What follows belongs to an exercise in optimizing a design on an open flow for small area, a short achievable clock period and few clock cycles per item; a production flow would make more cautious choices. Function was checked by simulation only, so behaviour that the tests miss may differ from the original. Power is estimated from default activity; no workload was simulated.

**flow/design.v**
```verilog
module voler_agu (
    input  wire        clk,
    input  wire        rst,
    input  wire        in_valid,
    output wire        in_ready,
    input  wire [31:0] in_instr,
    input  wire [23:0] in_d,
    input  wire [14:0] in_base,
    output reg         out_valid,
    output reg  [14:0] out_addr0,
    output reg  [14:0] out_addr1,
    output reg  [14:0] out_addr2,
    output reg  [23:0] out_data
);
    localparam [7:0] OP_DSTART = 8'h03;
    localparam [7:0] OP_LDA    = 8'h12;
    localparam [7:0] OP_MVA    = 8'h13;
    localparam [7:0] OP_LD     = 8'h20;
    localparam [7:0] OP_ST     = 8'h21;
    localparam [7:0] OP_LD2    = 8'h22;
    localparam [7:0] OP_STA    = 8'h23;
    localparam [7:0] OP_MACM   = 8'h43;
    localparam [7:0] OP_TAPX   = 8'h44;
    reg [14:0] p_r  [0:7];
    reg [15:0] n_r  [0:7];
    reg [14:0] m_r  [0:7];    
    reg [14:0] lp_r [0:7];    
    reg [7:0]  pend;
    reg [14:0] b_r  [0:7];
    assign in_ready = 1'b1;
    wire       fire = in_valid && in_ready;
    wire [7:0] op   = in_instr[31:24];
    function automatic [15:0] step;
        input [14:0] p;
        input [15:0] n;
        input [14:0] la;
        input [14:0] lp;
        input        pd;
        input [14:0] b;
        reg signed [17:0] q;
        reg signed [17:0] hi;
        reg signed [17:0] r;
        reg               take;
        begin
            q    = $signed({3'b000, p}) + $signed({{2{n[15]}}, n});
            hi   = $signed({3'b000, b}) + $signed({3'b000, la});
            take = 1'b0;
            r    = q;
            if (la != 15'd0) begin
                if (q >= hi) begin
                    r    = q - $signed({3'b000, la});
                    take = pd;
                end else if (q < $signed({3'b000, b})) begin
                    take = pd;
                    r    = q + $signed({3'b000, pd ? lp : la});
                end
            end
            step = {r[14:0], take};
        end
    endfunction
    wire [2:0] am1_mode = in_instr[5:3];
    wire [2:0] am1_p    = in_instr[2:0];
    wire [2:0] am2_mode = in_instr[11:9];
    wire [2:0] am2_p    = in_instr[8:6];
    function automatic [15:0] mode_step;
        input [2:0]  mode;
        input [15:0] n;
        begin
            case (mode)
                3'd1: mode_step = 16'd1;
                3'd2: mode_step = 16'hFFFF;
                default: mode_step = n;
            endcase
        end
    endfunction
    wire [14:0] a1_p  = p_r[am1_p];
    wire [15:0] a1_n  = n_r[am1_p];
    wire [14:0] a1_ea = (am1_mode == 3'd4) ? (a1_p + a1_n[14:0]) : a1_p;
    wire        a1_upd = (am1_mode == 3'd1) || (am1_mode == 3'd2) || (am1_mode == 3'd3);
    wire [15:0] a1_st = step(a1_p, mode_step(am1_mode, a1_n), m_r[am1_p], lp_r[am1_p],
                             pend[am1_p], b_r[am1_p]);
    wire [14:0] a2_p  = p_r[am2_p];
    wire [15:0] a2_n  = n_r[am2_p];
    wire [14:0] a2_ea = (am2_mode == 3'd4) ? (a2_p + a2_n[14:0]) : a2_p;
    wire        a2_upd = (am2_mode == 3'd1) || (am2_mode == 3'd2) || (am2_mode == 3'd3);
    wire [15:0] a2_st = step(a2_p, mode_step(am2_mode, a2_n), m_r[am2_p], lp_r[am2_p],
                             pend[am2_p], b_r[am2_p]);
    wire [2:0]  t_pc   = in_instr[19:17];
    wire [2:0]  t_pd   = in_instr[16:14];
    wire        t_dir  = in_instr[3];
    wire        t_move = in_instr[20];
    wire [15:0] tc_st  = step(p_r[t_pc], 16'd1, m_r[t_pc], lp_r[t_pc], pend[t_pc], b_r[t_pc]);
    wire [15:0] td_st  = step(p_r[t_pd], t_dir ? 16'd1 : 16'hFFFF, m_r[t_pd], lp_r[t_pd],
                              pend[t_pd], b_r[t_pd]);
    wire [15:0] tt_st  = step(p_r[t_pd], t_dir ? 16'hFFFF : 16'd1, m_r[t_pd], lp_r[t_pd],
                              1'b0, b_r[t_pd]);
    wire [2:0]  x_cls  = in_instr[23:21];
    wire [2:0]  x_i    = in_instr[20:18];
    wire        x_flag = in_instr[17];      
    wire [15:0] lda_v  = x_flag ? {1'b0, in_base + in_instr[14:0]} : in_instr[15:0];
    wire [15:0] wr_v   = (op == OP_LDA) ? lda_v : in_d[15:0];
    reg [23:0] mva_rd;
    always @(*) begin
        case (x_cls)
            3'd0: mva_rd = {9'd0, p_r[x_i]};
            3'd1: mva_rd = {{8{n_r[x_i][15]}}, n_r[x_i]};
            3'd2: mva_rd = {9'd0, m_r[x_i]};
            default: mva_rd = {9'd0, b_r[x_i]};
        endcase
    end
    integer k;
    always @(posedge clk) begin
        if (rst) begin
            for (k = 0; k < 8; k = k + 1) begin
                p_r[k]  <= 15'd0;
                n_r[k]  <= 16'd0;
                m_r[k]  <= 15'd0;
                lp_r[k] <= 15'd0;
                b_r[k]  <= 15'd0;
            end
            pend      <= 8'd0;
            out_valid <= 1'b0;
            out_addr0 <= 15'd0;
            out_addr1 <= 15'd0;
            out_addr2 <= 15'd0;
            out_data  <= 24'd0;
        end else begin
            out_valid <= 1'b0;
            if (fire) begin
                case (op)
                    OP_LD, OP_ST, OP_STA, OP_MACM: begin
                        out_valid <= 1'b1;
                        out_addr0 <= a1_ea;
                        out_addr1 <= 15'd0;
                        out_addr2 <= 15'd0;
                        out_data  <= 24'd0;
                        if (a1_upd) begin
                            p_r[am1_p] <= a1_st[15:1];
                            if (a1_st[0]) begin
                                m_r[am1_p]  <= lp_r[am1_p];
                                pend[am1_p] <= 1'b0;
                            end
                        end
                    end
                    OP_LD2: begin
                        out_valid <= 1'b1;
                        out_addr0 <= a1_ea;
                        out_addr1 <= a2_ea;
                        out_addr2 <= 15'd0;
                        out_data  <= 24'd0;
                        if (a1_upd) begin
                            p_r[am1_p] <= a1_st[15:1];
                            if (a1_st[0]) begin
                                m_r[am1_p]  <= lp_r[am1_p];
                                pend[am1_p] <= 1'b0;
                            end
                        end
                        if (a2_upd) begin
                            p_r[am2_p] <= a2_st[15:1];
                            if (a2_st[0]) begin
                                m_r[am2_p]  <= lp_r[am2_p];
                                pend[am2_p] <= 1'b0;
                            end
                        end
                    end
                    OP_TAPX: begin
                        out_valid <= 1'b1;
                        out_addr0 <= p_r[t_pc];
                        out_addr1 <= p_r[t_pd];
                        out_addr2 <= t_move ? tt_st[15:1] : 15'd0;
                        out_data  <= 24'd0;
                        p_r[t_pc] <= tc_st[15:1];
                        if (tc_st[0]) begin
                            m_r[t_pc]  <= lp_r[t_pc];
                            pend[t_pc] <= 1'b0;
                        end
                        p_r[t_pd] <= td_st[15:1];
                        if (td_st[0]) begin
                            m_r[t_pd]  <= lp_r[t_pd];
                            pend[t_pd] <= 1'b0;
                        end
                    end
                    OP_LDA, OP_MVA: begin
                        if (op == OP_MVA && x_flag) begin
                            out_valid <= 1'b1;
                            out_addr0 <= 15'd0;
                            out_addr1 <= 15'd0;
                            out_addr2 <= 15'd0;
                            out_data  <= mva_rd;
                        end else begin
                            case (x_cls)
                                3'd0: begin
                                    p_r[x_i] <= wr_v[14:0];
                                    if (pend[x_i]) begin
                                        m_r[x_i]  <= lp_r[x_i];
                                        pend[x_i] <= 1'b0;
                                    end
                                end
                                3'd1: n_r[x_i] <= wr_v;
                                3'd2: begin
                                    if (m_r[x_i] == 15'd0) begin
                                        m_r[x_i]  <= wr_v[14:0];
                                        pend[x_i] <= 1'b0;
                                    end else begin
                                        lp_r[x_i] <= wr_v[14:0];
                                        pend[x_i] <= 1'b1;
                                    end
                                end
                                default: b_r[x_i] <= wr_v[14:0];
                            endcase
                        end
                    end
                    OP_DSTART: begin
                        pend <= 8'd0;
                    end
                    default: ;
                endcase
            end
        end
    end
endmodule
```
**flow/run.sh**
```bash
#!/bin/bash
# synth_recipe.tcl (not shown) runs the flow's synth.tcl, then flattens the netlist and writes it again
# the make line also repeats each setting of config.mk as NAME=value (left out here)
make -C /OpenROAD-flow-scripts/flow DESIGN_CONFIG=/design/flow/config.mk WORK_HOME=/design/flow/orfs CLKGATE_MAP_FILE= SYNTH_SCRIPT=/design/flow/synth_recipe.tcl finish
```
**flow/config.mk**
```make
export PLATFORM = sky130hd
export DESIGN_NAME = voler_agu
export DESIGN_NICKNAME = voler_agu
export VERILOG_FILES = /design/flow/design.v
export SDC_FILE = /design/flow/constraint.sdc
export NUM_CORES = 4
export LEC_CHECK = 0
export CAP_MARGIN = 20
export CORE_MARGIN = 2
export CORE_UTILIZATION = 30
export SLEW_MARGIN = 20
```
**flow/constraint.sdc**
```tcl
create_clock -name core_clock -period 10.0 [get_ports {clk}]
set_input_delay 2.0000 -clock core_clock [delete_from_list [all_inputs] [get_ports {clk}]]
set_output_delay 2.0000 -clock core_clock [all_outputs]
set_load 0.01 [all_outputs]
```
==> notes.md <==
## power breakdown
| group | switching, W | internal [W] |
|---|---|---|
| registers | 0.000135 | 0.00319 |
| clock network | 0.00134 | 0.00173 |
| logic | 0.00501 | 0.00302 |
## flip-flops by register name (all words and copies together), names as in the netlist
register / flops
pend: 8
b_r: 120
lp_r: 120
out_data: 16
out_valid: 1
out_addr2: 15
n_r: 128
out_addr1: 15
m_r: 120
out_addr0: 15
p_r: 120
## placed cells by master, fill, tap and decap left out, drive strengths merged, types with 40 or more instances in the layout
cell type      instances
a211oi                71
a21o                 103
a21oi                368
a221oi                72
a22oi                102
a31oi                 58
and2                  54
buf                  554
clkbuf                99
clkdlybuf4s50        120
clkinv                40
dfxtp                 70
edfxtp               608
ha                   464
inv                  277
mux2                  92
mux2i                323
mux4                 574
nand2                537
nand2b                86
nand3                188
nand4                 42
nor2                 801
nor2b                 64
nor3                 141
o211ai                56
o21a                  59
o21ai                320
o22ai                124
o31ai                 98
xnor2                159
xor2                  89
## final cells by class
class                   count  share of cell area, %
diodes                     19                0.05896
clock buffers              98                  2.657
well taps                3043                  4.722
multi-input cells        5589                  58.98
clock inverters            51                 0.6952
repair buffers            675                  7.212
flip-flops and latches    678                  24.38
inverters                 277                  1.293
## stage by stage
stage	utilization [%]	power (W)
2_1_floorplan	-	0.007877
3_5_place_dp	33.54	0.01112
4_1_cts	34.71	0.01419
6_report	34.74	0.01442
3_3_place_gp	33.53	0.01107
5_1_grt	34.72	0.01495
## path summary, 6_finish.rpt
check             slack, ns       endpoint  depth (start not counted)          start
setup / recovery       0.92     p_r[6][14]                         33    in_instr[6]
hold / removal         0.45  out_addr2[14]                          2  out_addr2[14]
hold reg to reg        0.45  out_addr2[14]                          2  out_addr2[14]
setup reg to reg       2.42     m_r[6][14]                         30      m_r[7][0]
## layer usage
layer	up-vias	track usage (%)	share of wire, %
li1	27910	-	-
met1	33220	35.90	35
met2	4927	45.45	43
met3	1218	10.08	13
met4	26	21.34	8.6
met5	-	0	0.057
## cells by family (layout without fill, tap and decap cells)
kind of cell | after synthesis | in the layout | share of synthesized area (%)
and+or+nand+nor | 2092 | 2092 | 13.58
DFF | 678 | 678 | 28.12
adders and majority gates | 486 | 486 | 8.918
AOI/OAI and AO/OA | 1772 | 1772 | 17.14
other | 1 | 20 | 0.005363
buffers and inverters | 765 | 1101 | 4.463
xor gates and xnor gates | 249 | 249 | 3.139
muxes | 989 | 989 | 24.64
## critical path, delay by kind of cell
family / cells / cell delay (ns)
AO/OA/AOI/OAI: 15 / 2.99
XOR/XNOR: 2 / 0.72
adder cells (fa/ha/maj): 2 / 0.60
buffers and inverters: 6 / 1.50
multiplexers: 2 / 0.73
AND/OR/NAND/NOR: 6 / 1.00
==> impl_metrics.py <==
metrics = {
    "synth": {
        "synth.avg_cell_area_um2": 9.943,
        "synth_edf_count": 608,
        "synthArstFlopShare_pct": 0,
        "yosysSeqAreaShare_pct": 28.12,
        "ys.flop_type": "edfxtp_1",
        "synth_warnings": 1,
        "synth_commonest_cells": "nor2_1 (800), edfxtp_1 (608), mux4_2 (565)",
        "syn_area_um2": 69920,
        "ys_seq_elements": 678,
        "ys_types": 107,
        "netlist_top_cells_area": "edfxtp_1 (26%), mux4_2 (18%), ha_1 (8.3%), mux2i_1 (4.6%), nor2_1 (4.3%)",
        "synth_nets": 7591,
        "yosysTopAreaCell": "edfxtp_1",
        "synth.most_common_cell": "nor2_1",
        "syn_inst": 7032,
        "synth_top_area_share_pct": 26.11,
    },
    "placed_design": {
        "postPlaceCellArea_um2": 77850,
        "dpl.hpwl_um": 282500,
        "dp_cells": 10260,
        "post-place-ws_ns": 0.3497,
        "place.gp.congestion": 1.038,
        "io_buffer_count": 135,
    },
    "timing": {
        "setup_slack_ns": 0.9179,
        "post-route-min-period_ns": 9.082,
        "finalCritPeriodShare_pct": 90.82,
        "skew_ns": 0.03011,
        "rsz0062_at_grt": "false",
        "tightest_slew_ns": 1.276,
        "setup_violations": 0,
        "hold_viol": 0,
        "drv_slew": 0,
        "whs_ns": 0.4543,
        "maxSlewHeadroom_pct": 12.52,
        "tns_ns": 0,
        "max_freq_mhz": 110.1,
    },
    "floorplanning": {
        "die_w_um": 486.8,
        "ios": 145,
        "dieArea_um2": 237000,
        "die_h_um": 486.8,
        "coreArea_um2": 232100,
        "initial_core_util_pct": 30.13,
        "num_rows": 177,
    },
    "final_layout": {
        "fin_nets": 7861,
        "fin_area_um2": 80630,
        "drive_gt1_share_pct": 20.11,
        "n_fill_cell": 23170,
        "syn2layout_area_growth_pct": 15.32,
        "multi_input_area_um2": 47560,
        "regArea_um2": 19660,
        "final_cells": 10430,
    },
    "cts": {
        "cts_tree": "yes",
        "cts-hold-fix-buffers": 0,
        "cts_resized": 0,
        "cts_root_buf": "clkbuf_16",
        "clock_sinks": 678,
        "insertion_delay_ns": 0.75,
        "htreeDepth": 3,
        "cts_inserted_buffers": 81,
        "clkTransAtPathRegs_ns": 0.06,
        "cts_buffer_depth": 3,
        "cts_setup_buffers": 0,
    },
    "grt": {
        "grt_pass1_vias": 63490,
        "grt_pass1_wl_um": 503700,
        "groute.usage.overall_pct": 30.10,
        "antenna_found_initial": 38,
        "grt_max_degree": 76,
        "grt_overflow": 0,
    },
    "worst_setup_path": {
        "cp_slowest_cell": "xor2_1",
        "arrival_ns": 9.68,
        "cp-end-kind": "register",
        "crit_required_ns": 10.59,
        "worstSetupPathType": "input port to register",
        "cp_max_fo": 33,
        "cp-start-kind": "input port",
        "crit_top_cell": "buf_4",
        "crit_path_max_incr_delay_ns": 0.59,
    },
    "min_path": {
        "hp-class": "register to register",
    },
    "detailed_routing": {
        "drc_errors": 0,
        "drtAntennaViolNets": 0,
        "drt-total-wl_um": 367900,
        "via_per_inst": 6.453,
        "wl_per_cell_um": 35.28,
        "vias": 67300,
        "drt_iter0_markers": 9736,
        "drtPass1Iterations": 7,
    },
    "power_and_ir_drop": {
        "leakagePower_nw": 31.05,
        "power_density_nw_per_um2": 178.9,
        "ir_worst_vdd_mv": 0.1431,
    },
    "flow_run": {
        "max_cap_violations": 0,
    },
    "run_status": {
        "status": "complete, no violations",
    },
}
Testbench counts, summed over its fixed seeds: cycles 160,008, items 160,000.

-- port drivers added, routing unchanged --
How much do the figures lean on ideal ports? The routed layout below was timed once more, with nothing changed but the port constraints.
Step 1: set_driving_cell puts a clkbuf_16 on clk and a buf_2 on each other input, an assumption about the parent block.
Step 2, shift: input delay + t, output delay - t, t = (earliest + latest rising clock arrival at the registers) / 2. This alone moves slack from input paths to output paths.
Slacks: ideal / step 1 / step 2; pairs: ideal / step 1.
t (ns): 0.835
setup slack, ns: 0.918 / 0.962 / 0.126
latest minus earliest clock arrival (ns): 0.035 / 0.035
worst data-port slew with drivers (ns): 0.29
pins driven straight from the clock port: 1
After both steps setup and hold are still met in this run. For this run, drivers alone change the setup slack by +0.044 ns; drivers and shift together by -0.792 ns.
